What follows belongs to an exercise in optimizing a design on an open flow for small area and a short achievable clock period; a production flow would make more cautious choices. Only simulation tests tie the RTL to the original design; equivalence was not proved. No activity file was given, so power comes from the tool's default toggle rates.

**design.v**
```verilog
module dram_addr_map (
    input  wire        clk,
    input  wire        rst,             
    input  wire [1:0]  cfg_bays,        
    input  wire [1:0]  cfg_first_quad,  
    input  wire [15:0] cfg_chan_mask,   
    input  wire [9:0]  cfg_cap_gib,     
    input  wire [2:0]  cfg_log2_nr,     
    input  wire        in_valid,
    input  wire [42:0] in_pa,
    output reg         out_valid,
    output reg  [3:0]  out_bay,
    output reg  [15:0] out_set,
    output reg  [20:0] out_tag,
    output reg         out_edge,
    output reg  [1:0]  out_slot,
    output reg  [3:0]  out_chan,
    output reg  [32:0] out_line,
    output reg         out_sub,
    output reg  [10:0] out_col,
    output reg  [2:0]  out_bg,
    output reg  [1:0]  out_bank,
    output reg  [3:0]  out_rank,
    output reg  [19:0] out_row
);
    function [2:0] add3(input [2:0] a, input [2:0] b);
        begin
            add3[0] = (a[0] & b[0]) | (a[1] & b[2]) | (a[2] & b[1]);
            add3[1] = (a[0] & b[1]) | (a[1] & b[0]) | (a[2] & b[2]);
            add3[2] = (a[0] & b[2]) | (a[1] & b[1]) | (a[2] & b[0]);
        end
    endfunction
    function ge13(input [12:0] a, input [12:0] b);
        reg [15:0] g, e;
        integer i, l;
        begin
            for (i = 0; i < 16; i = i + 1) begin
                g[i] = (i < 13) ? (a[i] & ~b[i]) : 1'b0;
                e[i] = (i < 13) ? ~(a[i] ^ b[i]) : 1'b1;
            end
            for (l = 1; l < 16; l = l * 2)
                for (i = 0; i < 16; i = i + 2 * l) begin
                    g[i] = g[i + l] | (e[i + l] & g[i]);
                    e[i] = e[i + l] & e[i];
                end
            ge13 = g[0] | e[0];
        end
    endfunction
    function [15:0] t_logic(input [6:0] x);
        reg [3:0] i;
        reg [1:0] p, f;
        reg       sb;
        reg [6:0] ms2;
        begin
            i[0] = (x == 7'd2) | (x == 7'd3) | (x == 7'd6) | (x == 7'd7) | (x == 7'd10) | (x == 7'd11) | (x == 7'd14) | (x == 7'd15) | (x == 7'd18) | (x == 7'd19) | (x == 7'd22) | (x == 7'd23) | (x == 7'd34) | (x == 7'd35) | (x == 7'd38) | (x == 7'd39) | (x == 7'd42) | (x == 7'd43) | (x == 7'd46) | (x == 7'd47) | (x == 7'd50) | (x == 7'd51) | (x == 7'd54) | (x == 7'd55) | (x == 7'd72) | (x == 7'd73) | (x == 7'd74) | (x == 7'd75) | (x == 7'd76) | (x == 7'd77) | (x == 7'd78) | (x == 7'd79) | (x == 7'd104) | (x == 7'd105) | (x == 7'd106) | (x == 7'd107) | (x == 7'd108) | (x == 7'd109) | (x == 7'd110) | (x == 7'd111);
            i[1] = (x == 7'd4) | (x == 7'd5) | (x == 7'd6) | (x == 7'd7) | (x == 7'd12) | (x == 7'd13) | (x == 7'd14) | (x == 7'd15) | (x == 7'd20) | (x == 7'd21) | (x == 7'd22) | (x == 7'd23) | (x == 7'd40) | (x == 7'd41) | (x == 7'd42) | (x == 7'd43) | (x == 7'd44) | (x == 7'd45) | (x == 7'd46) | (x == 7'd47) | (x == 7'd80) | (x == 7'd81) | (x == 7'd82) | (x == 7'd83) | (x == 7'd84) | (x == 7'd85) | (x == 7'd86) | (x == 7'd87) | (x == 7'd112) | (x == 7'd113) | (x == 7'd114) | (x == 7'd115) | (x == 7'd116) | (x == 7'd117) | (x == 7'd118) | (x == 7'd119);
            i[2] = (x == 7'd8) | (x == 7'd9) | (x == 7'd10) | (x == 7'd11) | (x == 7'd12) | (x == 7'd13) | (x == 7'd14) | (x == 7'd15) | (x == 7'd48) | (x == 7'd49) | (x == 7'd50) | (x == 7'd51) | (x == 7'd52) | (x == 7'd53) | (x == 7'd54) | (x == 7'd55);
            i[3] = (x == 7'd16) | (x == 7'd17) | (x == 7'd18) | (x == 7'd19) | (x == 7'd20) | (x == 7'd21) | (x == 7'd22) | (x == 7'd23);
            p[0] = (x == 7'd6) | (x == 7'd7) | (x == 7'd8) | (x == 7'd9) | (x == 7'd10) | (x == 7'd11) | (x == 7'd18) | (x == 7'd19) | (x == 7'd20) | (x == 7'd21) | (x == 7'd22) | (x == 7'd23) | (x == 7'd42) | (x == 7'd43) | (x == 7'd46) | (x == 7'd47) | (x == 7'd48) | (x == 7'd49) | (x == 7'd50) | (x == 7'd51) | (x == 7'd52) | (x == 7'd53) | (x == 7'd54) | (x == 7'd55);
            p[1] = (x == 7'd12) | (x == 7'd13) | (x == 7'd14) | (x == 7'd15) | (x == 7'd16) | (x == 7'd17) | (x == 7'd18) | (x == 7'd19) | (x == 7'd20) | (x == 7'd21) | (x == 7'd22) | (x == 7'd23);
            sb = (x == 7'd1) | (x == 7'd3) | (x == 7'd5) | (x == 7'd7) | (x == 7'd33) | (x == 7'd35) | (x == 7'd37) | (x == 7'd39) | (x == 7'd65) | (x == 7'd67) | (x == 7'd69) | (x == 7'd71) | (x == 7'd97) | (x == 7'd99) | (x == 7'd101) | (x == 7'd103);
            f[0] = (x == 7'd2) | (x == 7'd3) | (x == 7'd8) | (x == 7'd11) | (x == 7'd14) | (x == 7'd15) | (x == 7'd20) | (x == 7'd21) | (x == 7'd33) | (x == 7'd34) | (x == 7'd37) | (x == 7'd38) | (x == 7'd48) | (x == 7'd49) | (x == 7'd52) | (x == 7'd53) | (x == 7'd72) | (x == 7'd74) | (x == 7'd76) | (x == 7'd78) | (x == 7'd81) | (x == 7'd83) | (x == 7'd85) | (x == 7'd87) | (x == 7'd104) | (x == 7'd106) | (x == 7'd108) | (x == 7'd110) | (x == 7'd113) | (x == 7'd115) | (x == 7'd117) | (x == 7'd119);
            f[1] = (x == 7'd4) | (x == 7'd5) | (x == 7'd7) | (x == 7'd10) | (x == 7'd16) | (x == 7'd17) | (x == 7'd22) | (x == 7'd23) | (x == 7'd35) | (x == 7'd39) | (x == 7'd40) | (x == 7'd44) | (x == 7'd50) | (x == 7'd51) | (x == 7'd54) | (x == 7'd55) | (x == 7'd65) | (x == 7'd67) | (x == 7'd69) | (x == 7'd71) | (x == 7'd80) | (x == 7'd82) | (x == 7'd84) | (x == 7'd86) | (x == 7'd97) | (x == 7'd99) | (x == 7'd101) | (x == 7'd103) | (x == 7'd112) | (x == 7'd114) | (x == 7'd116) | (x == 7'd118);
            ms2[0] = (x == 7'd2) | (x == 7'd3) | (x == 7'd10) | (x == 7'd11) | (x == 7'd12) | (x == 7'd15) | (x == 7'd17) | (x == 7'd19) | (x == 7'd20) | (x == 7'd23);
            ms2[1] = (x == 7'd1) | (x == 7'd3) | (x == 7'd4) | (x == 7'd12) | (x == 7'd18) | (x == 7'd19) | (x == 7'd20) | (x == 7'd33) | (x == 7'd34) | (x == 7'd37) | (x == 7'd38) | (x == 7'd40) | (x == 7'd42) | (x == 7'd44) | (x == 7'd46) | (x == 7'd48) | (x == 7'd51) | (x == 7'd52) | (x == 7'd55);
            ms2[2] = (x == 7'd1) | (x == 7'd3) | (x == 7'd12) | (x == 7'd18) | (x == 7'd19) | (x == 7'd20) | (x == 7'd33) | (x == 7'd37) | (x == 7'd42) | (x == 7'd46) | (x == 7'd48) | (x == 7'd52);
            ms2[3] = (x == 7'd1) | (x == 7'd3) | (x == 7'd12) | (x == 7'd18) | (x == 7'd19) | (x == 7'd20) | (x == 7'd33) | (x == 7'd37) | (x == 7'd42) | (x == 7'd46) | (x == 7'd48) | (x == 7'd52);
            ms2[4] = (x == 7'd1) | (x == 7'd3) | (x == 7'd12) | (x == 7'd18) | (x == 7'd19) | (x == 7'd20) | (x == 7'd33) | (x == 7'd37) | (x == 7'd42) | (x == 7'd46) | (x == 7'd48) | (x == 7'd52);
            ms2[5] = (x == 7'd1) | (x == 7'd3) | (x == 7'd12) | (x == 7'd18) | (x == 7'd19) | (x == 7'd20) | (x == 7'd33) | (x == 7'd37) | (x == 7'd42) | (x == 7'd46) | (x == 7'd48) | (x == 7'd52);
            ms2[6] = (x == 7'd1) | (x == 7'd3) | (x == 7'd12) | (x == 7'd18) | (x == 7'd19) | (x == 7'd20) | (x == 7'd33) | (x == 7'd37) | (x == 7'd42) | (x == 7'd46) | (x == 7'd48) | (x == 7'd52);
            t_logic = {i, p, sb, f, ms2};
        end
    endfunction
    reg        v0;
    reg [36:0] pp0;
    reg [1:0]  q0;
    reg        hi0;
    reg [1:0]  c_bays;
    reg [1:0]  c_fq;
    reg [15:0] c_mask;
    reg [9:0]  c_cap;
    reg [2:0]  c_lg;
    always @(posedge clk) begin
        if (rst) v0 <= 1'b0;
        else     v0 <= in_valid;
        pp0    <= cfg_bays[1] ? in_pa[42:6] :
                  (cfg_bays[0] ? {1'b0, in_pa[42:7]} : {2'b00, in_pa[42:8]});
        q0     <= in_pa[7:6] ^ in_pa[15:14] ^ in_pa[23:22] ^ in_pa[31:30] ^ in_pa[39:38];
        hi0    <= |in_pa[42:32];
        c_bays <= cfg_bays;
        c_fq   <= cfg_first_quad;
        c_mask <= cfg_chan_mask;
        c_cap  <= cfg_cap_gib;
        c_lg   <= cfg_log2_nr;
    end
    wire lm1 = (c_bays == 2'd1);       
    wire lm2 = c_bays[1];              
    wire lm0 = ~lm1 & ~lm2;            
    wire [3:0] fmask = c_mask[4*c_fq +: 4];
    wire [2:0] c_n   = fmask[0] + fmask[1] + fmask[2] + fmask[3];
    reg [11:0] cap3;
    reg [11:0] cg, cpr, ca, cb;
    integer    ci, cl;
    always @(*) begin
        ca = {2'b00, c_cap};
        cb = {1'b0, c_cap, 1'b0};
        cg  = ca & cb;
        cpr = ca ^ cb;
        for (cl = 1; cl < 12; cl = cl * 2)
            for (ci = 11; ci >= 0; ci = ci - 1)
                if ((ci / cl) % 2 == 1) begin
                    cg[ci]  = cg[ci] | (cpr[ci] & cg[(ci / cl) * cl - 1]);
                    cpr[ci] = cpr[ci] & cpr[(ci / cl) * cl - 1];
                end
        cap3 = (ca ^ cb) ^ {cg[10:0], 1'b0};
    end
    wire [11:0] c_ncap = (c_n == 3'd1) ? {2'b00, c_cap} :
                         (c_n == 3'd2) ? {1'b0, c_cap, 1'b0} :
                         (c_n == 3'd3) ? cap3 : {c_cap, 2'b00};
    wire [37:0] pp = {1'b0, pp0};
    wire [1:0]  q  = q0;
    wire        hi = hi0;
    wire [1:0]  r  = lm2 ? pp[1:0] : lm1 ? {1'b0, pp[0]} : 2'b00;
    reg [2:0]  pf [0:18];    
    reg [2:0]  rem;
    reg [1:0]  dg;
    reg [37:0] dq;           
    integer k, l;
    always @(*) begin
        for (k = 0; k < 19; k = k + 1) begin
            dg = pp[2*(18-k) +: 2];
            pf[k] = {dg == 2'd2, dg == 2'd1, dg == 2'd0 || dg == 2'd3};
        end
        for (l = 0; l < 5; l = l + 1)
            for (k = 0; k < 19; k = k + 1)
                if ((k >> l) & 1)
                    pf[k] = add3(pf[k], pf[((k >> l) << l) - 1]);
        for (k = 0; k < 19; k = k + 1) begin
            rem = (k == 18) ? 3'b001 : pf[17-k];
            dg  = pp[2*k +: 2];
            dq[2*k+1] = rem[2] | (rem[1] & dg[1]);
            dq[2*k]   = (rem[0] & dg[1] & dg[0]) | (rem[1] & ~dg[1]) | (rem[2] & (dg[1] | dg[0]));
        end
    end
    wire [2:0] t_p1 = add3({pf[17][1], pf[17][2], pf[17][0]}, {1'b0, pp[1], ~pp[1]});
    wire [2:0] th = lm2 ? pf[17] : lm1 ? t_p1 : pf[18];
    wire [1:0] t  = {th[2], th[1]};
    wire [35:0] st = {dq[35:2], lm2 ? pp[1] : dq[1], (lm1 | lm2) ? pp[0] : dq[0]};
    wire [15:0] tl = t_logic({c_bays, t, q, hi});
    wire [3:0]  i_idx = tl[15:12];
    wire [1:0]  p     = tl[11:10];
    wire        sb    = tl[9];
    wire [1:0]  f     = tl[8:7];
    wire [6:0]  ms2   = tl[6:0];
    wire [4:0] lo = pp[4:0] + ms2[4:0];
    reg [7:0]  cg5, ce5;
    reg        c5;
    integer    li, ll;
    always @(*) begin
        for (li = 0; li < 8; li = li + 1) begin
            cg5[li] = (li < 5) ? (pp[li] & ms2[li]) : 1'b0;
            ce5[li] = (li < 5) ? (pp[li] ^ ms2[li]) : 1'b1;
        end
        for (ll = 1; ll < 8; ll = ll * 2)
            for (li = 0; li < 8; li = li + 2 * ll) begin
                cg5[li] = cg5[li + ll] | (ce5[li + ll] & cg5[li]);
                ce5[li] = ce5[li + ll] & ce5[li];
            end
        c5 = cg5[0];
    end
    wire cp = c5 & ~ms2[6];
    wire cn = ~c5 & ms2[6];
    reg [36:5] v;
    reg        zc, act;
    integer    bi;
    always @(*) begin
        v = pp[36:5];
        zc = 1'b1;                     
        for (bi = 22; bi < 37; bi = bi + 1) begin
            act = (bi >= 24) | (bi == 23 & ~lm2) | (bi == 22 & lm0);
            v[bi] = pp[bi] ^ (hi & act & zc);
            zc = act ? zc & ~pp[bi] : 1'b1;
        end
    end
    reg        v1;
    reg [3:0]  b1_i;
    reg [1:0]  b1_p;
    reg        b1_hi;
    reg        b1_sb;
    reg [1:0]  b1_f;
    reg [4:0]  b1_lo;
    reg        b1_cp, b1_cn;
    reg [1:0]  b1_r;
    reg [35:0] b1_st;
    reg [36:5] b1_v;
    reg [2:0]  k_n;
    reg [11:0] k_ncap;
    always @(posedge clk) begin
        if (rst) v1 <= 1'b0;
        else     v1 <= v0;
        b1_i    <= i_idx;
        b1_p    <= p;
        b1_hi   <= hi;
        b1_sb   <= sb;
        b1_f    <= f;
        b1_lo   <= lo;
        b1_cp   <= cp;
        b1_cn   <= cn;
        b1_r    <= r;
        b1_st   <= st;
        b1_v    <= v;
        k_n     <= c_n;
        k_ncap  <= c_ncap;
    end
    wire [3:0] bay  = 4'd3 * {2'b00, c_fq} + b1_i;
    wire [1:0] quad = c_fq + b1_p;
    wire [3:0] mask = c_mask[4*quad +: 4];
    wire [3:0] h  = (lm2 ? {b1_f, 2'b00} : lm1 ? {1'b0, b1_f, 1'b0} : {2'b00, b1_f}) | {2'b00, b1_r};
    reg  [1:0] hd, hm;
    always @(*) begin
        hd = (h >= 4'd9) ? 2'd3 : (h >= 4'd6) ? 2'd2 : (h >= 4'd3) ? 2'd1 : 2'd0;
        hm = h - 4'd3 * {2'b00, hd};
    end
    reg [33:0] es;
    reg [33:0] ga, pa_, aa, yy;
    integer    ei, el;
    always @(*) begin
        for (ei = 0; ei < 34; ei = ei + 1) begin
            if (ei == 0) begin
                aa[ei] = b1_st[0] | ~lm0;
                yy[ei] = lm0 & ~b1_hi;
            end else if (ei == 1) begin
                aa[ei] = b1_st[1] | lm2;
                yy[ei] = lm0 | (lm1 & ~b1_hi);
            end else begin
                aa[ei] = b1_st[ei];
                yy[ei] = ~(b1_hi & ((ei % 2 == 0) ? ((lm0 & ei <= 20) | (lm2 & ei <= 22))
                                                  : (lm1 & ei <= 21)));
            end
            ga[ei]  = aa[ei] & yy[ei];
            pa_[ei] = aa[ei] ^ yy[ei];
        end
        ga[0] = ga[0] | (pa_[0] & ~b1_sb);
        for (el = 1; el < 34; el = el * 2)
            for (ei = 33; ei >= 0; ei = ei - 1)
                if ((ei / el) % 2 == 1) begin
                    ga[ei]  = ga[ei] | (pa_[ei] & ga[(ei / el) * el - 1]);
                    pa_[ei] = pa_[ei] & pa_[(ei / el) * el - 1];
                end
        es[0] = lm0 ? (aa[0] ^ yy[0] ^ ~b1_sb) : hd[0];
        es[1] = lm2 ? hd[1] : (aa[1] ^ yy[1] ^ ga[0]);
        for (ei = 2; ei < 34; ei = ei + 1)
            es[ei] = aa[ei] ^ yy[ei] ^ ga[ei - 1];
    end
    reg [36:0] z;
    reg [36:5] v_ones, v_zeros;        
    integer    zi;
    always @(*) begin
        v_ones[5]  = 1'b1;
        v_zeros[5] = 1'b1;
        for (zi = 6; zi < 37; zi = zi + 1) begin
            v_ones[zi]  = v_ones[zi-1] & b1_v[zi-1];
            v_zeros[zi] = v_zeros[zi-1] & ~b1_v[zi-1];
        end
        z[4:0] = b1_lo;
        for (zi = 5; zi < 37; zi = zi + 1)
            z[zi] = b1_v[zi] ^ (b1_cp & v_ones[zi]) ^ (b1_cn & v_zeros[zi]);
    end
    wire        n3 = (k_n == 3'd3);
    wire        n2 = (k_n == 3'd2);
    wire        n4 = (k_n == 3'd4);
    wire        n1 = ~n2 & ~n3 & ~n4;
    wire [32:0] x = n3 ? es[32:0] : n4 ? z[34:2] : n2 ? z[33:1] : z[32:0];
    wire        in_edge = ge13(z[36:24], {1'b0, k_ncap});
    wire [1:0]  zmod = n3 ? hm : n4 ? z[1:0] : n2 ? {1'b0, z[0]} : 2'd0;
    wire [1:0] entry = in_edge ? 2'd0 : zmod;
    reg  [1:0] cpos;
    reg  [2:0] seen;
    integer    bb;
    always @(*) begin
        cpos = 2'd0;
        seen = 3'd0;
        for (bb = 0; bb < 4; bb = bb + 1) begin
            if (mask[bb]) begin
                if (seen == {1'b0, entry}) cpos = bb[1:0];
                seen = seen + 3'd1;
            end
        end
    end
    wire [19:0] xh   = x[32:13];
    wire [19:0] row  = xh >> c_lg;
    wire [19:0] rank = xh & ~(20'hFFFFF << c_lg);
    always @(posedge clk) begin
        if (rst) out_valid <= 1'b0;
        else     out_valid <= v1;
        out_bay  <= bay;
        out_set  <= b1_st[15:0];
        out_tag  <= {1'b0, b1_st[35:16]};
        out_edge <= in_edge;
        out_slot <= z[1:0];
        out_chan <= {quad, cpos};
        out_line <= x;
        out_sub  <= x[0];
        out_col  <= {x[10:6], x[2:1], 4'b0000};
        out_bg   <= x[5:3] ^ row[2:0];
        out_bank <= x[12:11] ^ row[4:3];
        out_rank <= rank[3:0];
        out_row  <= row;
    end
endmodule
```
**config.mk**
```make
export PLATFORM = sky130hd
export DESIGN_NAME = dram_addr_map
export DESIGN_NICKNAME = dram_addr_map
export VERILOG_FILES = /design/flow/design.v
export SDC_FILE = /design/flow/constraint.sdc
export NUM_CORES = 4
export LEC_CHECK = 0
export ABC_AREA = 1
export CAP_MARGIN = 20
export CORE_MARGIN = 2
export CORE_UTILIZATION = 40
export SLEW_MARGIN = 20
```
**run.sh**
```bash
#!/bin/bash
# synth_recipe.tcl (not shown) runs the flow's synth.tcl, then flattens the netlist and writes it again
# the make line also repeats each setting of config.mk as NAME=value (left out here)
make -C /OpenROAD-flow-scripts/flow DESIGN_CONFIG=/design/flow/config.mk WORK_HOME=/design/flow/orfs CLKGATE_MAP_FILE= SYNTH_SCRIPT=/design/flow/synth_recipe.tcl finish
```
**constraint.sdc**
```tcl
create_clock -name core_clock -period 22.0 [get_ports {clk}]
set_input_delay 4.4000 -clock core_clock [delete_from_list [all_inputs] [get_ports {clk}]]
set_output_delay 4.4000 -clock core_clock [all_outputs]
set_load 0.01 [all_outputs]
```
==> impl_results.md, run 1 <==
* Status: finished clean
* Dpl hpwl at 40000 um
* Hold buffers post-CTS at 0
* Row cnt at 76
* CP Launch Type: register
* EDFF count, synth at 0
* Sink Count at roughly 290
* Setup TNS Final at 0 ps
* Htree depth at 2
* First-pass detailed-route iteration total at 8
* Starting DRT DRC Count at 1333
* CTS clk-pin slew, worst paths at 60 ps
* Synth Warn # at 2
* Diode count at 0
* Post-CTS setup buffer count at 0
* Core Footprint at 0.04298 mm^2
* # DRC at 0
* Clk latency of the worst-skew pair at ~540 ps
* Pleak at 9.979 nW
* First-pass GRT wire length at 79120 um
* Clk root buf: clkbuf_16
* Post-DR wirelength/cell at about 15 um
* DP Area at 0.01974 mm^2
* Worst-path cell chain: clkdlybuf4s50_1
* Mapped Area at 0.01739 mm^2
* Initial cell density of the core at 40.47%
* Placed cells at 3199
* WP data required at 17600 ps
* Floorplan die height at 212.5 um
* Worst slew margin at 43.04%
* Most common cell in the netlist: nand2_1
* Largest net degree at the start of global routing at 73
* Max VDD drop at around 0.056 mV
* Worst setup EP type: output port
* Share of layout cells above drive strength 1 at 6.694%
* Setup slack after layout at 16000 ps
* Asr flop ratio synth at 0%
* # IOs at 202
* Vias/cell at 5.048
* Hold_ws at 326.6 ps
* Seq/Total Area, Yosys at 33.03%
* Power Dens Cells at 114.6 mW/mm^2
* Tightest Pin Transition at 853.2 ps
* Critical path class: reg -> out
* Count of cell types in the netlist at 67
* Vias at 16453
* CP bufs+invs at 1
* Synthesized area per cell at 6.991 um^2
* CP delay by family, top: buffers and inverters
* Mapped Cells at roughly 2500
* GRT Total Usage at 21.99%
* Final setup viols at 0
* Clk buf depth at 3
* Area share of the largest cell type after synthesis at 33.03%
* Final Non-Filler Cells at 3259
* Global route overflow at 0
* Port bufs at 190
* RSZ-0062 raised after global routing: no
* Minimum clock period at 6003 ps
* CTS tree: done
* Die Width at between 200 and 250 um
* Final period utilization at 27.29%
* Fill count at approximately 4200
* Initial antenna violation count at 0
* Vias in the first global route at 15168
* Hold WC Path Type: reg -> reg
* Slowest CP cell: clkdlybuf4s50_1
* Synth Flop Type: dfxtp_1
* Hold Fails Final Rpt at 0
* Post-DRT Antenna Nets at 0
* Synth area leaders: dfxtp_1 33%, nand2_1 16%, ha_1 8.3%
* Max-Cap Viols at 0
* Total power at 2.407 mW
* Max incr delay on CP at roughly 600 ps
* Final Util at between 40% and 50%
* GPL Wtd Cong at 0.8884
* Die area at 0.04517 mm^2
* Worst-path maximum fanout at 2
* Nets at 2859
* Post-synth top cells: 731 x nand2_1, 317 x inv_1, 287 x dfxtp_1
* Layout area overhead at 20.80%
* Clock Skews at 14.68 ps
* Drt total wl at 50350 um
* Cts bufs inserted at 34
* FMAX at roughly 0.17 GHz
* Design area at 0.02101 mm^2
* Dominant cell type by area after synthesis: dfxtp_1
* Post-Place Setup Slack at 15930 ps
* Max-slew violation count at 0
* Post-CTS sizing at 0
* CP arrival at between 1500 and 2000 ps
* Register bit total from synthesis at 287
-- flip-flops by register name (all words and copies together) (netlist names), 12 cells and up --
name      flops
out_row      20
out_set      16
pp0          37
b1_st        36
out_tag      20
b1_v         32
k_ncap       12
out_line     33
c_mask       16
-- final timing paths --
check / start / end / slack, ps / cells after the start
worst max-delay path: out_line[9] / out_line[9] / 16000 / 1
worst min-delay path: b1_st[33] / out_tag[17] / 330 / 0
worst max register to register: pp0[32] / b1_lo[4] / 16030 / 30
worst min register to register: b1_st[33] / out_tag[17] / 330 / 0
-- report_power, final --
group	leakage, nW	internal [mW]	total [mW]	switching [mW]
registers	2.41	0.672	0.781	0.109
logic	6.94	0.411	1.00	0.590
clock network	0.628	0.406	0.626	0.220
-- routing by layer --
layer  global-route usage, %  wire (um)  up-vias
li1                        -          -     8394
met3                   3.471       2913       76
met4                   6.221       1113        0
met5                       0          0        -
met2                   35.03      22170      518
met1                   30.69      24150     7465
-- cells in the final DEF, fill, tap and decap left out, types with 5 or more instances in the layout --
cell	Yosys	routed
a211oi_1	6	6
a21oi_1	76	76
and2_1	7	7
buf_4	13	9
bufinv_16	0	7
clkbuf_16	0	37
clkbuf_8	0	6
clkdlybuf4s50_1	0	189
clkinv_2	0	7
conb_1	1	5
dfxtp_1	287	287
fa_1	14	14
ha_1	116	116
inv_1	317	317
inv_2	17	17
nand2_1	731	731
nand2_2	15	15
nand3_1	236	236
nand3_2	19	19
nand3_4	6	6
nand4_1	32	32
nand4_2	6	6
nor2_1	124	123
nor2_2	10	11
nor2_4	6	6
nor3_1	22	22
nor4_1	8	8
o211ai_1	75	75
o211ai_2	5	5
o21a_1	9	9
o21ai_0	131	131
o21ai_1	9	9
o21ai_2	5	5
o221ai_1	6	6
o22ai_1	6	6
or2_2	7	7
xnor2_1	16	16
xor2_1	34	34
-- final cells by class --
class                           count  area [um^2]  share of cell area [%]
Multi-Input combinational cell   1789        10020                   47.69
Clock inverter                     15        252.7                   1.203
Sequential cell                   287         5746                   27.34
Tap cell                          585        732.0                   3.483
Inverter                          340         1286                   6.121
Clock buffer                       45         1016                   4.835
Timing Repair Buffer              198         1959                   9.325
-- cell families (layout without fill, tap and decap cells) --
family                     after synthesis  count (layout)  synth area share [%]
adders and majority gates              130             130                 9.955
and+or+nand+nor                       1247            1247                 32.23
other                                    1               5               0.02156
buffers and inverters                  416             598                 9.459
DFF                                    287             287                 33.03
AOI/OAI and AO/OA                      355             355                 12.60
xor gates and xnor gates                52              52                 2.705
==> inputs of run 2 (changes only) <==
==> flow/run.sh (new file) <==
#!/bin/bash
# Standard layout, with plain buf_2 cells as the port buffers (the default
# choice is a slow delay buffer).
set -euo pipefail
export BUFFER_PORTS_ARGS="-buffer_cell sky130_fd_sc_hd__buf_2"
bash standard.sh > standard.log 2>&1
==> standard.sh (new file) <==
#!/bin/bash
# synth_recipe.tcl (not shown) runs the flow's synth.tcl, then flattens the netlist and writes it again
# the make line also repeats each setting of config.mk as NAME=value (left out here)
make -C /OpenROAD-flow-scripts/flow DESIGN_CONFIG=/design/flow/config.mk WORK_HOME=/design/flow/orfs CLKGATE_MAP_FILE= SYNTH_SCRIPT=/design/flow/synth_recipe.tcl "${@:-finish}"
--- a/config.mk
+++ b/config.mk
@@ -9,4 +9,6 @@
 export CAP_MARGIN = 20
 export CORE_MARGIN = 2
 export CORE_UTILIZATION = 40
+export CTS_CLUSTER_DIAMETER = 100
+export CTS_CLUSTER_SIZE = 30
 export SLEW_MARGIN = 20
removed: run.sh
==> run 2 against run 1 <==
  * Wire length fell by 0.50%
  * Worst setup slack got worse by 76 ps
  * Clock-buffer cell count down 27
  * Non-clock buffer count unchanged
  * Sequential share of layout area increased by 2.5 points
  * Critical path type is now reg -> reg
  * Highest routed layer unchanged
  * Area after synthesis unchanged
==> impl_results.md, run 2 <==
* Vias at 16384
* Count of cell types in the netlist at 67
* Clk buf depth at 3
* Critical path class: reg -> reg
* CP Launch Type: register
* Floorplan die height at 212.5 um
* Synthesized area per cell at 6.991 um^2
* Layout area overhead at 10.85%
* Pleak at 9.654 nW
* Vias in the first global route at 15141
* Global route overflow at 0
* Htree depth at 1
* Dpl hpwl at 40130 um
* Largest net degree at the start of global routing at 73
* Post-DR wirelength/cell at 15.55 um
* # IOs at 202
* Biggest register: pp0
* Commonest cells after routing, fill and taps aside: 731 x nand2_1, 317 x inv_1, 287 x dfxtp_1
* Diode count at 0
* Max reg flops at 37
* Register bit total from synthesis at 287
* Worst setup EP type: register
* Power Dens Cells at 104.5 mW/mm^2
* GRT Total Usage at 21.80%
* Hold Fails Final Rpt at 0
* Port bufs at 190
* CP arrival at 6570 ps
* Area share of the largest cell type after synthesis at between 30% and 40%
* Seq/Total Area, Yosys at 33.03%
* Mapped Cells at 2488
* Max incr delay on CP at 510 ps
* Hold WC Path Type: reg -> reg
* # DRC at 0
* Mapped Area at 0.01739 mm^2
* Core Footprint at 0.04298 mm^2
* Post-DRT Antenna Nets at 0
* Most common cell after layout, fill and taps aside: nand2_1
* FMAX at approximately 0.16 GHz
* Starting DRT DRC Count at 1288
* Vias/cell at about 5
* Clock Skews at between 20 and 30 ps
* Nets at around 2800
* Max-Cap Viols at 0
* RSZ-0062 raised after global routing: no
* Final period utilization at 27.63%
* CP dominant cell by count: nand2_1
* Post-CTS setup buffer count at 0
* Slowest CP cell: dfxtp_1
* Setup TNS Final at 0 ps
* Sink Count at 287
* Tightest Pin Transition at approximately 970 ps
* First-pass GRT wire length at 79070 um
* First-pass detailed-route iteration total at 6
* Hold buffers post-CTS at 0
* Synth Warn # at 2
* Synth Flop Type: dfxtp_1
* Max-slew violation count at 0
* Worst slew margin at between 30% and 40%
* Initial antenna violation count at 1
* Status: finished clean
* DP Area at 0.01880 mm^2
* Share of layout cells above drive strength 1 at about an eighth
* Synth area leaders: dfxtp_1 33%, nand2_1 16%, ha_1 8.3%
* Top flop regs: pp0 x37, b1_st x36, out_line x33
* EDFF count, synth at 0
* Cts bufs inserted at 15
* Fill count at roughly 4400
* Die area at 0.04517 mm^2
* Clk root buf: clkbuf_16
* Row cnt at 76
* Minimum clock period at 6079 ps
* Post-synth top cells: 731 x nand2_1, 317 x inv_1, 287 x dfxtp_1
* Dominant cell type by area after synthesis: dfxtp_1
* Worst-path maximum fanout at 25
* Die Width at 212.5 um
* Drt total wl at 50100 um
* Final setup viols at 0
* Asr flop ratio synth at 0%
* Most common cell in the netlist: nand2_1
* Max VDD drop at 0.05461 mV
* CTS clk-pin slew, worst paths at 120 ps
* Design area at 0.01928 mm^2
* Post-CTS sizing at 0
* CTS tree: done
* GPL Wtd Cong at between 0.8 and 0.9
* WP data required at about 22000 ps
* Clk latency of the worst-skew pair at between 500 and 600 ps
* Initial cell density of the core at 40.47%
-- run 2: cell types whose count changed in the layout (fill, tap and decap cells not counted), sizes merged --
cell	before	now
buf	9	198
clkdlybuf4s50	189	0
clkbuf	45	18
bufinv	7	0
clkinv	10	4
inv	337	340
clkinvlp	1	0
-- run 2: layout make-up --
cell class / count / area (um^2) / area share (%)
Tap cell: 585 / 732.0 / 3.796
Clock buffer: 18 / 406.6 / 2.109
Timing Repair Buffer: 198 / 1013 / 5.256
Inverter: 340 / 1286 / 6.671
Sequential cell: 287 / 5746 / 29.80
Clock inverter: 4 / 76.32 / 0.3958
Multi-Input combinational cell: 1789 / 10020 / 51.97
-- run 2: report_power, final --
part           leakage [nW]  total [mW]  internal, mW  switching (mW)
registers              2.41       0.778         0.670           0.108
logic                  7.01       0.909         0.318           0.590
clock network         0.237       0.328         0.141           0.187
total                  9.65        2.01          1.13           0.885
-- run 2: logic make-up (layout without fill, tap and decap cells) --
| kind of cell | Yosys count | count (layout) | share of synthesized area [%] |
|---|---|---|---|
| adder cells (fa/ha/maj) | 130 | 130 | 9.955 |
| AO/OA/AOI/OAI | 355 | 355 | 12.60 |
| XOR/XNOR | 52 | 52 | 2.705 |
| flip-flops | 287 | 287 | 33.03 |
| AND/OR/NAND/NOR | 1247 | 1247 | 32.23 |
| buffers and inverters | 416 | 560 | 9.459 |
| other | 1 | 5 | 0.02156 |
-- run 2: per-stage QoR --
step / instances / power, mW / hold WS [ps] / worst slack (ps) / utilization (%)
2_1_floorplan: 2492 / 1.378 / 309.6 / 16760 / -
3_5_place_dp: 3199 / 1.691 / 315.7 / 16070 / 43.73
6_report: 3221 / 2.014 / 334.7 / 15920 / 44.86
3_3_place_gp: 3199 / 1.673 / 314.6 / 16090 / 43.73
4_1_cts: 3221 / 2.025 / 337.8 / 16030 / 44.85
5_1_grt: 3221 / 2.174 / 342.9 / 15390 / 44.86
-- run 2: worst paths after layout --
check	slack, ps	to	cells after the start	start
hold reg to reg	330	out_tag[17]	0	b1_st[33]
hold / removal	330	out_tag[17]	0	b1_st[33]
setup / recovery	15920	b1_lo[4]	30	pp0[33]
setup reg to reg	15920	b1_lo[4]	30	pp0[33]
-- run 2: critical path: cells and delay by family, from the launching register on --
kind | cells | cell delay, ps
compound gates | 3 | 480
fa+ha+maj | 4 | 1480
buf+inv | 6 | 530
flops | 1 | 510
simple gates | 17 | 3030
-- run 2: routing by layer --
metal  vias up  GRT usage, %  share of wire (%)
met4         0         6.728                2.7
met2       474         34.83                 44
li1       8340             -                  -
met3        75         2.157                5.3
met5         -             0                  0
met1      7495         30.93                 49
==> inputs of run 3 (changes only) <==
--- a/design.v
+++ b/design.v
@@ -30,8 +30,10 @@
             add3[2] = (a[0] & b[2]) | (a[1] & b[1]) | (a[2] & b[0]);
         end
     endfunction
-    function ge13(input [12:0] a, input [12:0] b);
+    function [2:0] cmp13(input [12:0] a, input [12:0] b);
         reg [15:0] g, e;
+        reg [12:0] ones;
+        reg        eqm;
         integer i, l;
         begin
             for (i = 0; i < 16; i = i + 1) begin
@@ -43,7 +45,12 @@
                     g[i] = g[i + l] | (e[i + l] & g[i]);
                     e[i] = e[i + l] & e[i];
                 end
-            ge13 = g[0] | e[0];
+            ones = a ^ b;
+            eqm = ones[0];
+            for (i = 0; i < 13; i = i + 1)
+                eqm = eqm & (i == 12 ? ~ones[i] | ~a[i]
+                                     : (~ones[i+1] | ones[i]) & (~ones[i] | (a[i] == ones[i+1])));
+            cmp13 = {g[0] | e[0], e[0], eqm};
         end
     endfunction
     function [15:0] t_logic(input [6:0] x);
@@ -71,6 +78,22 @@
             t_logic = {i, p, sb, f, ms2};
         end
     endfunction
+    function [1:0] carry5(input [4:0] pl, input [15:0] tl);
+        reg [7:0] g, e;
+        integer   i, l;
+        begin
+            for (i = 0; i < 8; i = i + 1) begin
+                g[i] = (i < 5) ? (pl[i] & tl[i]) : 1'b0;
+                e[i] = (i < 5) ? (pl[i] ^ tl[i]) : 1'b1;
+            end
+            for (l = 1; l < 8; l = l * 2)
+                for (i = 0; i < 8; i = i + 2 * l) begin
+                    g[i] = g[i + l] | (e[i + l] & g[i]);
+                    e[i] = e[i + l] & e[i];
+                end
+            carry5 = {g[0] & ~tl[6], ~g[0] & tl[6]};
+        end
+    endfunction
     reg        v0;
     reg [36:0] pp0;
     reg [1:0]  q0;
@@ -80,6 +103,8 @@
     reg [15:0] c_mask;
     reg [9:0]  c_cap;
     reg [2:0]  c_lg;
+    reg [4:1]  c_nh;     
+    wire [3:0] fmask = cfg_chan_mask[4*cfg_first_quad +: 4];
     always @(posedge clk) begin
         if (rst) v0 <= 1'b0;
         else     v0 <= in_valid;
@@ -92,12 +117,15 @@
         c_mask <= cfg_chan_mask;
         c_cap  <= cfg_cap_gib;
         c_lg   <= cfg_log2_nr;
+        c_nh[1] <= (fmask == 4'd1) | (fmask == 4'd2) | (fmask == 4'd4) | (fmask == 4'd8);
+        c_nh[2] <= (fmask == 4'd3) | (fmask == 4'd5) | (fmask == 4'd6) | (fmask == 4'd9) |
+                   (fmask == 4'd10) | (fmask == 4'd12);
+        c_nh[3] <= (fmask == 4'd7) | (fmask == 4'd11) | (fmask == 4'd13) | (fmask == 4'd14);
+        c_nh[4] <= (fmask == 4'd15);
     end
     wire lm1 = (c_bays == 2'd1);       
     wire lm2 = c_bays[1];              
     wire lm0 = ~lm1 & ~lm2;            
-    wire [3:0] fmask = c_mask[4*c_fq +: 4];
-    wire [2:0] c_n   = fmask[0] + fmask[1] + fmask[2] + fmask[3];
     reg [11:0] cap3;
     reg [11:0] cg, cpr, ca, cb;
     integer    ci, cl;
@@ -114,9 +142,8 @@
                 end
         cap3 = (ca ^ cb) ^ {cg[10:0], 1'b0};
     end
-    wire [11:0] c_ncap = (c_n == 3'd1) ? {2'b00, c_cap} :
-                         (c_n == 3'd2) ? {1'b0, c_cap, 1'b0} :
-                         (c_n == 3'd3) ? cap3 : {c_cap, 2'b00};
+    wire [11:0] c_ncap = ({12{c_nh[1]}} & {2'b00, c_cap}) | ({12{c_nh[2]}} & {1'b0, c_cap, 1'b0}) |
+                         ({12{c_nh[3]}} & cap3) | ({12{c_nh[4]}} & {c_cap, 2'b00});
     wire [37:0] pp = {1'b0, pp0};
     wire [1:0]  q  = q0;
     wire        hi = hi0;
@@ -152,49 +179,42 @@
     wire        sb    = tl[9];
     wire [1:0]  f     = tl[8:7];
     wire [6:0]  ms2   = tl[6:0];
-    wire [4:0] lo = pp[4:0] + ms2[4:0];
-    reg [7:0]  cg5, ce5;
-    reg        c5;
-    integer    li, ll;
-    always @(*) begin
-        for (li = 0; li < 8; li = li + 1) begin
-            cg5[li] = (li < 5) ? (pp[li] & ms2[li]) : 1'b0;
-            ce5[li] = (li < 5) ? (pp[li] ^ ms2[li]) : 1'b1;
-        end
-        for (ll = 1; ll < 8; ll = ll * 2)
-            for (li = 0; li < 8; li = li + 2 * ll) begin
-                cg5[li] = cg5[li + ll] | (ce5[li + ll] & cg5[li]);
-                ce5[li] = ce5[li + ll] & ce5[li];
-            end
-        c5 = cg5[0];
-    end
-    wire cp = c5 & ~ms2[6];
-    wire cn = ~c5 & ms2[6];
+    wire [1:0] cc0 = carry5(pp[4:0], t_logic({c_bays, 2'd0, q, hi}));
+    wire [1:0] cc1 = carry5(pp[4:0], t_logic({c_bays, 2'd1, q, hi}));
+    wire [1:0] cc2 = carry5(pp[4:0], t_logic({c_bays, 2'd2, q, hi}));
+    wire [1:0] cc  = ({2{th[0]}} & cc0) | ({2{th[1]}} & cc1) | ({2{th[2]}} & cc2);
+    wire       cp  = cc[1];
+    wire       cn  = cc[0];
     reg [36:5] v;
-    reg        zc, act;
+    reg [36:22] vz;                    
     integer    bi;
     always @(*) begin
         v = pp[36:5];
-        zc = 1'b1;                     
         for (bi = 22; bi < 37; bi = bi + 1) begin
-            act = (bi >= 24) | (bi == 23 & ~lm2) | (bi == 22 & lm0);
-            v[bi] = pp[bi] ^ (hi & act & zc);
-            zc = act ? zc & ~pp[bi] : 1'b1;
+            vz[bi] = ~|(pp[36:22] & ~({15{1'b1}} << (bi - 22)) &
+                        ({15{1'b1}} << (lm2 ? 2 : lm1 ? 1 : 0)));
+            if (bi >= 24 || (bi == 23 && ~lm2) || (bi == 22 && lm0))
+                v[bi] = pp[bi] ^ (hi & vz[bi]);
         end
     end
+    wire [2:0] vc    = cmp13(v[36:24], {1'b0, c_ncap});
+    wire       ones24  = &v[23:5];
+    wire       zeros24 = ~|v[23:5];
+    wire       in_edge = (cp & ones24) ? (vc[2] | vc[0]) :
+                         (cn & zeros24) ? (vc[2] & ~vc[1]) : vc[2];
     reg        v1;
     reg [3:0]  b1_i;
     reg [1:0]  b1_p;
     reg        b1_hi;
     reg        b1_sb;
     reg [1:0]  b1_f;
-    reg [4:0]  b1_lo;
+    reg [4:0]  b1_pl;
+    reg [4:0]  b1_ms2;
     reg        b1_cp, b1_cn;
     reg [1:0]  b1_r;
     reg [35:0] b1_st;
     reg [36:5] b1_v;
-    reg [2:0]  k_n;
-    reg [11:0] k_ncap;
+    reg        b1_edge;
     always @(posedge clk) begin
         if (rst) v1 <= 1'b0;
         else     v1 <= v0;
@@ -203,14 +223,14 @@
         b1_hi   <= hi;
         b1_sb   <= sb;
         b1_f    <= f;
-        b1_lo   <= lo;
+        b1_pl   <= pp[4:0];
+        b1_ms2  <= ms2[4:0];
         b1_cp   <= cp;
         b1_cn   <= cn;
         b1_r    <= r;
         b1_st   <= st;
         b1_v    <= v;
-        k_n     <= c_n;
-        k_ncap  <= c_ncap;
+        b1_edge <= in_edge;
     end
     wire [3:0] bay  = 4'd3 * {2'b00, c_fq} + b1_i;
     wire [1:0] quad = c_fq + b1_p;
@@ -262,18 +282,16 @@
             v_ones[zi]  = v_ones[zi-1] & b1_v[zi-1];
             v_zeros[zi] = v_zeros[zi-1] & ~b1_v[zi-1];
         end
-        z[4:0] = b1_lo;
+        z[4:0] = b1_pl + b1_ms2;
         for (zi = 5; zi < 37; zi = zi + 1)
             z[zi] = b1_v[zi] ^ (b1_cp & v_ones[zi]) ^ (b1_cn & v_zeros[zi]);
     end
-    wire        n3 = (k_n == 3'd3);
-    wire        n2 = (k_n == 3'd2);
-    wire        n4 = (k_n == 3'd4);
-    wire        n1 = ~n2 & ~n3 & ~n4;
+    wire        n2 = c_nh[2];
+    wire        n3 = c_nh[3];
+    wire        n4 = c_nh[4];
     wire [32:0] x = n3 ? es[32:0] : n4 ? z[34:2] : n2 ? z[33:1] : z[32:0];
-    wire        in_edge = ge13(z[36:24], {1'b0, k_ncap});
     wire [1:0]  zmod = n3 ? hm : n4 ? z[1:0] : n2 ? {1'b0, z[0]} : 2'd0;
-    wire [1:0] entry = in_edge ? 2'd0 : zmod;
+    wire [1:0] entry = b1_edge ? 2'd0 : zmod;
     reg  [1:0] cpos;
     reg  [2:0] seen;
     integer    bb;
@@ -296,7 +314,7 @@
         out_bay  <= bay;
         out_set  <= b1_st[15:0];
         out_tag  <= {1'b0, b1_st[35:16]};
-        out_edge <= in_edge;
+        out_edge <= b1_edge;
         out_slot <= z[1:0];
         out_chan <= {quad, cpos};
         out_line <= x;
--- a/config.mk
+++ b/config.mk
@@ -9,6 +9,4 @@
 export CAP_MARGIN = 20
 export CORE_MARGIN = 2
 export CORE_UTILIZATION = 40
-export CTS_CLUSTER_DIAMETER = 100
-export CTS_CLUSTER_SIZE = 30
 export SLEW_MARGIN = 20
==> run 3 against run 2 <==
  * Sequential cell count down 9
  * Final cell count up 0.99%
  * Power up 3.2%
  * Clock-buffer cell count up 27
  * Sequential power down 7.8%
  * Worst hold slack worse by 7.5 ps
  * Worst setup slack better by 260 ps
  * Highest routed layer unchanged
==> impl_results.md, run 3 <==
* Total power at a little over 2 mW
* CP arrival at 6290 ps
* Net Sw Power at 833.9 uW
* Sink Count at 278
* Synth Warn # at 2
* GPL Wtd Cong at 0.8788
* # DRC at 0
* Htree depth at 1
* Asr flop ratio synth at 0%
* Max reg flops at 37
* Post-synth top cells: 763 x nand2_1, 294 x inv_1, 278 x dfxtp_1
* Die area at 0.04502 mm^2
* Design area at 0.01977 mm^2
* Synth area leaders: dfxtp_1 32%, nand2_1 17%, ha_1 9.2%
* Minimum clock period at 5818 ps
* Dpl hpwl at 39370 um
* Worst slew margin at between 20% and 30%
* CP Launch Type: register
* Worst-path maximum fanout at 14
* Post-Place Setup Slack at approximately 16000 ps
* # IOs at 202
* CTS tree: done
* Clk latency of the worst-skew pair at 580 ps
* Global route overflow at 0
* Seq/Total Area, Yosys at 32.11%
* Die Width at 212.2 um
* Synth Flop Type: dfxtp_1
* Min-Delay Startpoint: b1_st[34]
* Starting DRT DRC Count at between 1000 and 1500
* Reg-to-reg critical path startpoint: c_bays[1]
* Port bufs at 190
* Initial antenna violation count at 0
* Vias at approximately 17000
* Floorplan die height at 212.2 um
* Crit path from: c_bays[1]
* Max-Cap Viols at 0
* CTS clk-pin slew, worst paths at approximately 60 ps
* Register bit total from synthesis at 278
* Initial cell density of the core at a little over 40%
* Clock Skews at slightly below 20 ps
* Post-CTS sizing at 0
* Max-slew violation count at 0
* Biggest register: pp0
* Hold WC Path Type: reg -> reg
* Switching power share of the total at approximately two fifths
* Final Non-Filler Cells at 3253
* Count of cell types in the netlist at 61
* Critical path class: reg -> reg
* Clock Power Share at between 20% and 30%
* Setup TNS Final at 0 ps
* FMAX at ~0.17 GHz
* Power Dens Cells at 105.2 mW/mm^2
* Most common cell in the netlist: nand2_1
* Pleak at 9.953 nW
* Diode count at 0
* Final Util at between 40 and 50%
* Hold Fails Final Rpt at 0
* Vias/cell at 5.103
* WP data required at approximately 22000 ps
* Dominant cell type by area after synthesis: dfxtp_1
* Fill count at about 4400
* Final period utilization at 26.45%
* Sequential share of power at 34.5%
* Setup slack after layout at 16180 ps
* First-pass GRT wire length at 79800 um
* Status: finished clean
* Top flop regs: pp0 x37, b1_st x36, out_line x33
* Mapped Cells at around 2500
* Most common cell after layout, fill and taps aside: nand2_1
* Area share of the largest cell type after synthesis at around a third
* Worst setup EP type: register
* Row cnt at 76
* Clk buf depth at 3
* Post-DRT Antenna Nets at 0
* Core Footprint at 0.04289 mm^2
* Tightest Pin Transition at 1103 ps
* Synthesized area per cell at 6.959 um^2
* Max VDD drop at between 0.05 and 0.06 mV
* Clk root buf: clkbuf_16
* Post-DR wirelength/cell at 15.38 um
* Cts bufs inserted at 30
* Hold buffers post-CTS at 0
* DP Area at approximately 0.019 mm^2
* Nets at 2863
* Drt total wl at 50030 um
* Mapped Area at approximately 0.017 mm^2
* GRT Total Usage at 21.96%
* Combinational Power Share at 40.3%
* Final setup viols at 0
* First-pass detailed-route iteration total at 5
* Int Pwr at 1.246 mW
* RSZ-0062 raised after global routing: no
* Share of layout cells above drive strength 1 at 12.59%
* Post-CTS setup buffer count at 0
* Placed cells at 3198
* Largest net degree at the start of global routing at 73
* Commonest cells after routing, fill and taps aside: 763 x nand2_1, 294 x inv_1, 277 x dfxtp_1
* Hold_ws at 327.2 ps
* EDFF count, synth at 0
* Layout area overhead at 14.03%
* Vias in the first global route at 15439
## run 3: cell types whose count changed after synthesis, sizes merged, moves of 9 or more
| cell | before | now |
|---|---|---|
| clkbuf | 43 | 52 |
| dfxtp | 287 | 278 |
| ha | 116 | 127 |
| inv | 337 | 301 |
| nand2 | 748 | 778 |
| nand3 | 261 | 276 |
| nand4 | 38 | 25 |
| o2111ai | 1 | 12 |
| o211ai | 80 | 61 |
| o21ai | 146 | 115 |
| o22ai | 6 | 17 |
| xor2 | 36 | 48 |
## run 3: final cells by class
| type | count | area (um^2) | share of cell area, % |
|---|---|---|---|
| multi-input combinational | 1835 | 10280 | 52.01 |
| sequential | 278 | 5567 | 28.16 |
| inverter | 304 | 1141 | 5.773 |
| timing repair buffer | 196 | 996.0 | 5.039 |
| clock buffer | 45 | 908.4 | 4.596 |
| tap | 585 | 732.0 | 3.703 |
| clock inverter | 10 | 142.6 | 0.7216 |
## run 3: worst paths after layout
path | cells past startpoint | end | slack [ps]
worst max-delay path | 21 | out_bg[1] | 16180
worst min register to register | 0 | out_tag[18] | 330
worst max register to register | 21 | out_bg[1] | 16180
worst min-delay path | 0 | out_tag[18] | 330
## run 3: critical path: stages, from the launching register on
cell and delay (ps):
dfxtp_1 700, nor2_2 240, nor2_1 880, inv_1 630, ha_1 450, nand2_1 60
nor2_1 40, a211oi_1 430, o21ai_1 170, nand2_1 100, nand2_1 120, a21oi_2 330
o21ai_2 190, inv_1 110, fa_1 400, or2_2 350, nand3_1 120, nand3_1 100
nand3_1 140, nand2_1 80, nand2_1 60, nand2_1 40
## run 3: metal layers
metal	GRT usage, %	part of all wire (%)	vias to the layer above
met3	2.304	5.3	56
met1	30.73	47	7640
met2	35.92	45	455
met4	5.828	2.1	0
li1	-	-	8450
met5	0	0	-
## run 3: cell families after synthesis
kind of cell	Yosys count	share of synthesized area, %
and+or+nand+nor	1279	32.66
buffers and inverters	382	8.676
AOI/OAI and AO/OA	342	12.36
DFF	278	32.11
adders and majority gates	139	10.55
xor gates and xnor gates	63	3.183
muxes	7	0.4331
other	1	0.02163
## run 3: power groups by stage
| stage | combinational [mW] | sequential, mW | clock (mW) |
|---|---|---|---|
| 2_1_floorplan | 0.558 | 0.732 | 0 |
| 3_3_place_gp | 0.820 | 0.726 | 0 |
| 3_5_place_dp | 0.833 | 0.728 | 0 |
| 4_1_cts | 0.837 | 0.718 | 0.537 |
| 5_1_grt | 0.949 | 0.729 | 0.559 |
| 6_report | 0.838 | 0.717 | 0.525 |
==> inputs of run 4 (changes only) <==
--- a/design.v
+++ b/design.v
@@ -98,9 +98,8 @@
     reg [36:0] pp0;
     reg [1:0]  q0;
     reg        hi0;
-    reg [1:0]  c_bays;
+    reg        c_lm0, c_lm1, c_lm2;    
     reg [1:0]  c_fq;
-    reg [15:0] c_mask;
     reg [9:0]  c_cap;
     reg [2:0]  c_lg;
     reg [4:1]  c_nh;     
@@ -112,9 +111,10 @@
                   (cfg_bays[0] ? {1'b0, in_pa[42:7]} : {2'b00, in_pa[42:8]});
         q0     <= in_pa[7:6] ^ in_pa[15:14] ^ in_pa[23:22] ^ in_pa[31:30] ^ in_pa[39:38];
         hi0    <= |in_pa[42:32];
-        c_bays <= cfg_bays;
+        c_lm0  <= (cfg_bays == 2'd0);
+        c_lm1  <= (cfg_bays == 2'd1);
+        c_lm2  <= cfg_bays[1];           
         c_fq   <= cfg_first_quad;
-        c_mask <= cfg_chan_mask;
         c_cap  <= cfg_cap_gib;
         c_lg   <= cfg_log2_nr;
         c_nh[1] <= (fmask == 4'd1) | (fmask == 4'd2) | (fmask == 4'd4) | (fmask == 4'd8);
@@ -123,9 +123,10 @@
         c_nh[3] <= (fmask == 4'd7) | (fmask == 4'd11) | (fmask == 4'd13) | (fmask == 4'd14);
         c_nh[4] <= (fmask == 4'd15);
     end
-    wire lm1 = (c_bays == 2'd1);       
-    wire lm2 = c_bays[1];              
-    wire lm0 = ~lm1 & ~lm2;            
+    wire lm0 = c_lm0;                  
+    wire lm1 = c_lm1;                  
+    wire lm2 = c_lm2;                  
+    wire [1:0] c_bays = {lm2, lm1};    
     reg [11:0] cap3;
     reg [11:0] cg, cpr, ca, cb;
     integer    ci, cl;
@@ -158,10 +159,12 @@
             dg = pp[2*(18-k) +: 2];
             pf[k] = {dg == 2'd2, dg == 2'd1, dg == 2'd0 || dg == 2'd3};
         end
-        for (l = 0; l < 5; l = l + 1)
-            for (k = 0; k < 19; k = k + 1)
-                if ((k >> l) & 1)
-                    pf[k] = add3(pf[k], pf[((k >> l) << l) - 1]);
+        for (l = 1; l < 32; l = l * 2)
+            for (k = 2*l - 1; k < 19; k = k + 2*l)
+                pf[k] = add3(pf[k], pf[k - l]);
+        for (l = 8; l >= 1; l = l / 2)
+            for (k = 3*l - 1; k < 19; k = k + 2*l)
+                pf[k] = add3(pf[k], pf[k - l]);
         for (k = 0; k < 19; k = k + 1) begin
             rem = (k == 18) ? 3'b001 : pf[17-k];
             dg  = pp[2*k +: 2];
@@ -197,44 +200,58 @@
                 v[bi] = pp[bi] ^ (hi & vz[bi]);
         end
     end
+    reg [36:5] z_hi;
+    reg [36:5] v_ones, v_zeros;        
+    integer    zi;
+    always @(*) begin
+        v_ones[5]  = 1'b1;
+        v_zeros[5] = 1'b1;
+        for (zi = 6; zi < 37; zi = zi + 1) begin
+            v_ones[zi]  = v_ones[zi-1] & v[zi-1];
+            v_zeros[zi] = v_zeros[zi-1] & ~v[zi-1];
+        end
+        for (zi = 5; zi < 37; zi = zi + 1)
+            z_hi[zi] = v[zi] ^ (cp & v_ones[zi]) ^ (cn & v_zeros[zi]);
+    end
     wire [2:0] vc    = cmp13(v[36:24], {1'b0, c_ncap});
-    wire       ones24  = &v[23:5];
-    wire       zeros24 = ~|v[23:5];
-    wire       in_edge = (cp & ones24) ? (vc[2] | vc[0]) :
-                         (cn & zeros24) ? (vc[2] & ~vc[1]) : vc[2];
+    wire       in_edge = (cp & v_ones[24]) ? (vc[2] | vc[0]) :
+                         (cn & v_zeros[24]) ? (vc[2] & ~vc[1]) : vc[2];
     reg        v1;
     reg [3:0]  b1_i;
     reg [1:0]  b1_p;
-    reg        b1_hi;
+    reg [3:0]  b1_mask;
+    reg        b1_hk0, b1_hk1, b1_hk2;    
+    reg        b1_a0, b1_a1;
     reg        b1_sb;
     reg [1:0]  b1_f;
     reg [4:0]  b1_pl;
     reg [4:0]  b1_ms2;
-    reg        b1_cp, b1_cn;
     reg [1:0]  b1_r;
     reg [35:0] b1_st;
-    reg [36:5] b1_v;
+    reg [36:5] b1_zh;
     reg        b1_edge;
     always @(posedge clk) begin
         if (rst) v1 <= 1'b0;
         else     v1 <= v0;
         b1_i    <= i_idx;
         b1_p    <= p;
-        b1_hi   <= hi;
+        b1_mask <= cfg_chan_mask[4*(c_fq + p) +: 4];    
+        b1_hk0  <= hi & lm0;
+        b1_hk1  <= hi & lm1;
+        b1_hk2  <= hi & lm2;
+        b1_a0   <= st[0] | ~lm0;
+        b1_a1   <= st[1] | lm2;
         b1_sb   <= sb;
         b1_f    <= f;
         b1_pl   <= pp[4:0];
         b1_ms2  <= ms2[4:0];
-        b1_cp   <= cp;
-        b1_cn   <= cn;
         b1_r    <= r;
         b1_st   <= st;
-        b1_v    <= v;
+        b1_zh   <= z_hi;
         b1_edge <= in_edge;
     end
     wire [3:0] bay  = 4'd3 * {2'b00, c_fq} + b1_i;
     wire [1:0] quad = c_fq + b1_p;
-    wire [3:0] mask = c_mask[4*quad +: 4];
     wire [3:0] h  = (lm2 ? {b1_f, 2'b00} : lm1 ? {1'b0, b1_f, 1'b0} : {2'b00, b1_f}) | {2'b00, b1_r};
     reg  [1:0] hd, hm;
     always @(*) begin
@@ -247,15 +264,15 @@
     always @(*) begin
         for (ei = 0; ei < 34; ei = ei + 1) begin
             if (ei == 0) begin
-                aa[ei] = b1_st[0] | ~lm0;
-                yy[ei] = lm0 & ~b1_hi;
+                aa[ei] = b1_a0;
+                yy[ei] = lm0 & ~b1_hk0;
             end else if (ei == 1) begin
-                aa[ei] = b1_st[1] | lm2;
-                yy[ei] = lm0 | (lm1 & ~b1_hi);
+                aa[ei] = b1_a1;
+                yy[ei] = lm0 | (lm1 & ~b1_hk1);
             end else begin
                 aa[ei] = b1_st[ei];
-                yy[ei] = ~(b1_hi & ((ei % 2 == 0) ? ((lm0 & ei <= 20) | (lm2 & ei <= 22))
-                                                  : (lm1 & ei <= 21)));
+                yy[ei] = ~((ei % 2 == 0) ? ((b1_hk0 & ei <= 20) | (b1_hk2 & ei <= 22))
+                                         : (b1_hk1 & ei <= 21));
             end
             ga[ei]  = aa[ei] & yy[ei];
             pa_[ei] = aa[ei] ^ yy[ei];
@@ -272,20 +289,7 @@
         for (ei = 2; ei < 34; ei = ei + 1)
             es[ei] = aa[ei] ^ yy[ei] ^ ga[ei - 1];
     end
-    reg [36:0] z;
-    reg [36:5] v_ones, v_zeros;        
-    integer    zi;
-    always @(*) begin
-        v_ones[5]  = 1'b1;
-        v_zeros[5] = 1'b1;
-        for (zi = 6; zi < 37; zi = zi + 1) begin
-            v_ones[zi]  = v_ones[zi-1] & b1_v[zi-1];
-            v_zeros[zi] = v_zeros[zi-1] & ~b1_v[zi-1];
-        end
-        z[4:0] = b1_pl + b1_ms2;
-        for (zi = 5; zi < 37; zi = zi + 1)
-            z[zi] = b1_v[zi] ^ (b1_cp & v_ones[zi]) ^ (b1_cn & v_zeros[zi]);
-    end
+    wire [36:0] z = {b1_zh, b1_pl + b1_ms2};
     wire        n2 = c_nh[2];
     wire        n3 = c_nh[3];
     wire        n4 = c_nh[4];
@@ -299,7 +303,7 @@
         cpos = 2'd0;
         seen = 3'd0;
         for (bb = 0; bb < 4; bb = bb + 1) begin
-            if (mask[bb]) begin
+            if (b1_mask[bb]) begin
                 if (seen == {1'b0, entry}) cpos = bb[1:0];
                 seen = seen + 3'd1;
             end
==> run 4 against run 3 <==
  * Largest cell class unchanged
  * Still clean on timing, DRC and antenna
  * Critical path depth is 8 higher
  * Area after synthesis is 2.1% lower
  * Critical endpoint is now b1_mask[3]
  * Final cell count fell by 0.80%
  * Clock skew fell by 3.9 ps
  * First-iteration DRC count decreased by 8.9%
  * Cell area is 2.0% lower
  * Non-clock buffer count is 8 higher
  * Combinational power decreased by 1%
  * Global-route usage is 0.38 points higher
==> impl_results.md, run 4 <==
* Synth Area in Adders at ~11%
* Area share of the largest cell type after synthesis at a little under a third
* Hold buffers post-CTS at 0
* Most common cell after layout, fill and taps aside: nand2_1
* Sink Count at between 200 and 300
* Max-Cap Viols at 0
* GPL Wtd Cong at 0.9104
* Final setup viols at 0
* Initial cell density of the core at around two fifths
* WP data required at 22450 ps
* Floorplan die height at 210.0 um
* Biggest register: pp0
* Worst setup EP type: register
* Minimum clock period at 5849 ps
* First-pass GRT wire length at slightly below 80000 um
* Global route overflow at 0
* Tightest Pin Transition at just under 1000 ps
* Dominant cell type by area after synthesis: dfxtp_1
* Clock Skews at approximately 15 ps
* Mapped Cells at between 2000 and 2500
* Htree depth at 2
* Clk root buf: clkbuf_16
* Power Dens Cells at 105.5 mW/mm^2
* Final Util at 46.20%
* Nets at just under 3000
* Crit path from: pp0[21]
* Post-DRT Antenna Nets at 0
* Cts bufs inserted at 34
* Critical path class: reg -> reg
* Port bufs at 190
* Slowest CP cell: fa_1
* Setup TNS Final at 0 ps
* Share of layout cells above drive strength 1 at 11.31%
* FMAX at 0.1710 GHz
* Worst slew margin at between 30 and 40%
* Max incr delay on CP at between 500 and 600 ps
* Fill count at 4312
* CP arrival at 6300 ps
* Die area at approximately 0.044 mm^2
* # DRC at 0
* Seq/Total Area, Yosys at a little under a third
* Most common cell in the netlist: nand2_1
* Vias at 16661
* Area occupied by multi-input gates at 0.009901 mm^2
* Setup slack after layout at 16150 ps
* Top flop regs: pp0 x37, b1_st x36, out_line x33
* Vias in the first global route at 15663
* Row cnt at 75
* CP Launch Type: register
* Clk latency of the worst-skew pair at 530 ps
* Drt total wl at around 50000 um
* FF+latch area at about 0.0054 mm^2
* Asr flop ratio synth at 0%
* Largest family of logic cells by synthesized area: simple AND/OR/NAND/NOR gates
* Simple-gate share of the synthesized area at 32.35%
* # IOs at 202
* Largest net degree at the start of global routing at 59
* Post-synth top cells: 764 x nand2_1, 340 x inv_1, 269 x dfxtp_1
* Vias/cell at 5.163
* Post-DR wirelength/cell at about 15 um
* Min-Delay Startpoint: b1_st[34]
* Synth area leaders: dfxtp_1 32%, nand2_1 17%, ha_1 9.2%
* Synth Flop Type: dfxtp_1
* Die Width at 210.0 um
* RSZ-0062 raised after global routing: no
* Initial antenna violation count at 2
* Commonest cells after routing, fill and taps aside: 764 x nand2_1, 340 x inv_1, 267 x dfxtp_1
* Synthesized area per cell at 6.794 um^2
* CP dominant cell by count: nand2_1
* Core Footprint at ~0.042 mm^2
* First-pass detailed-route iteration total at 7
* Post-Place Setup Slack at 15770 ps
* Reg-to-reg critical path startpoint: pp0[21]
* Post-synthesis mux area share at 0.05898%
* Max reg flops at 37
* Synth Warn # at 2
* Hold WC Path Type: reg -> reg
* Hold Fails Final Rpt at 0
* Final period utilization at between 20% and 30%
* Register bit total from synthesis at about 270
* CTS clk-pin slew, worst paths at about 60 ps
* Layout area overhead at 14.18%
* Post-CTS setup buffer count at 0
* Pleak at 10.11 nW
* Status: finished clean
* Mapped Area at 0.01697 mm^2
* Post-CTS sizing at 0
* GRT Total Usage at 22.34%
* Max-slew violation count at 0
* Clk buf depth at 3
* Worst-path maximum fanout at 11
* Count of cell types in the netlist at 52
* Starting DRT DRC Count at 1069
* CTS tree: done
* Max VDD drop at between 0.04 and 0.05 mV
* Dpl hpwl at 38880 um
* Compound-Gate Fraction of Synth Area at 12.58%
* Post-synthesis xor/xnor area fraction at 2.477%
* EDFF count, synth at 0
==> run 4: cell types whose count changed in the layout (fill, tap and decap cells not counted), sizes merged, moves of 26 or more <==
| cell | delta |
|---|---|
| o211ai | -33 |
| inv | +38 |
| o221ai | +28 |
| a22oi | +26 |
==> run 4: final timing paths <==
path,endpoint,slack [ps],depth (start not counted)
worst max-delay path,b1_mask[3],16150,29
worst min-delay path,out_tag[18],330,0
worst min register to register,out_tag[18],330,0
worst max register to register,b1_mask[3],16150,29
==> run 4: cells by family after synthesis <==
group,count (synthesis)
xor gates and xnor gates,48
AOI/OAI and AO/OA,346
other,1
DFF,269
and+or+nand+nor,1270
muxes,1
adders and majority gates,138
buffers and inverters,425
==> run 4: stage by stage <==
step	hold slack, ps	power [mW]	cells	area [um^2]
2_1_floorplan	309.6	1.260	2502	16990
3_3_place_gp	314.8	1.509	3168	18330
3_5_place_dp	312.1	1.525	3168	18330
4_1_cts	329.0	2.058	3226	19370
5_1_grt	331.2	2.202	3226	19370
6_report	326.0	2.045	3227	19380
==> run 4: final cells by class <==
class                      count  area share, %
multi-input combinational   1808          51.09
sequential                   269          27.80
inverter                     348          6.741
timing repair buffer         204          5.450
clock buffer                  46          5.043
tap                          539          3.480
clock inverter                12         0.3745
antenna                        1        0.01291
==> run 4: where the power goes <==
group / switching (mW) / internal (mW) / leakage, nW
sequential: 0.0721 / 0.620 / 2.25
clock: 0.213 / 0.311 / 0.521
combinational: 0.543 / 0.286 / 7.34
total: 0.828 / 1.22 / 10.1
==> run 4: routing by layer <==
layer,GRT usage (%),vias up,share of wire [%]
met4,7.214,0,2.4
met1,30.11,7561,47
met5,0,-,0
li1,-,8471,-
met3,2.577,81,5.6
met2,37.38,548,45
==> run 4: worst max-delay path: cells and delay by family, from the launching register on <==
kind,cells,cell delay [ps]
AND/OR/NAND/NOR,17,2800
AO/OA/AOI/OAI,4,510
adder cells (fa/ha/maj),3,1140
buffers and inverters,5,820
flip-flops,1,480

separate check: timing with driven ports:
Ports are ideal in the flow. The routed layouts listed here were re-timed in OpenROAD. Step 1 assumes that a clkbuf_16 drives the clock port and a buf_2 every other input. Step 2 times the ports against the registers' clock, not the clock port: input delays grow and output delays shrink by t, the midpoint of the rising clock arrivals with the driver on. Slacks: no drivers / after step 1 / after step 2; pairs: no drivers / after step 1.
| run | t, ns | setup slack, ns | hold WS [ns] | latest minus earliest clock arrival (ns) | worst slew at a driven data input, ns |
|---|---|---|---|---|---|
| run 1 | 0.590 | 15.997 / 15.937 / 15.993 | 0.327 / 0.327 / 0.327 | 0.016 / 0.016 | 0.06 |
| run 2 | 0.575 | 15.921 / 15.921 / 15.921 | 0.335 / 0.335 / 0.335 | 0.028 / 0.028 | 0.04 |
| run 3 | 0.620 | 16.182 / 16.182 / 16.182 | 0.327 / 0.327 / 0.327 | 0.020 / 0.020 | 0.03 |
| run 4 | 0.574 | 16.151 / 16.151 / 15.777 | 0.326 / 0.326 / 0.326 | 0.017 / 0.016 | 0.06 |
After both steps setup and hold are still met in every run listed. The setup slack of run 4, which loses most, moves by 0.000 ns with the drivers and by -0.374 ns with both steps.
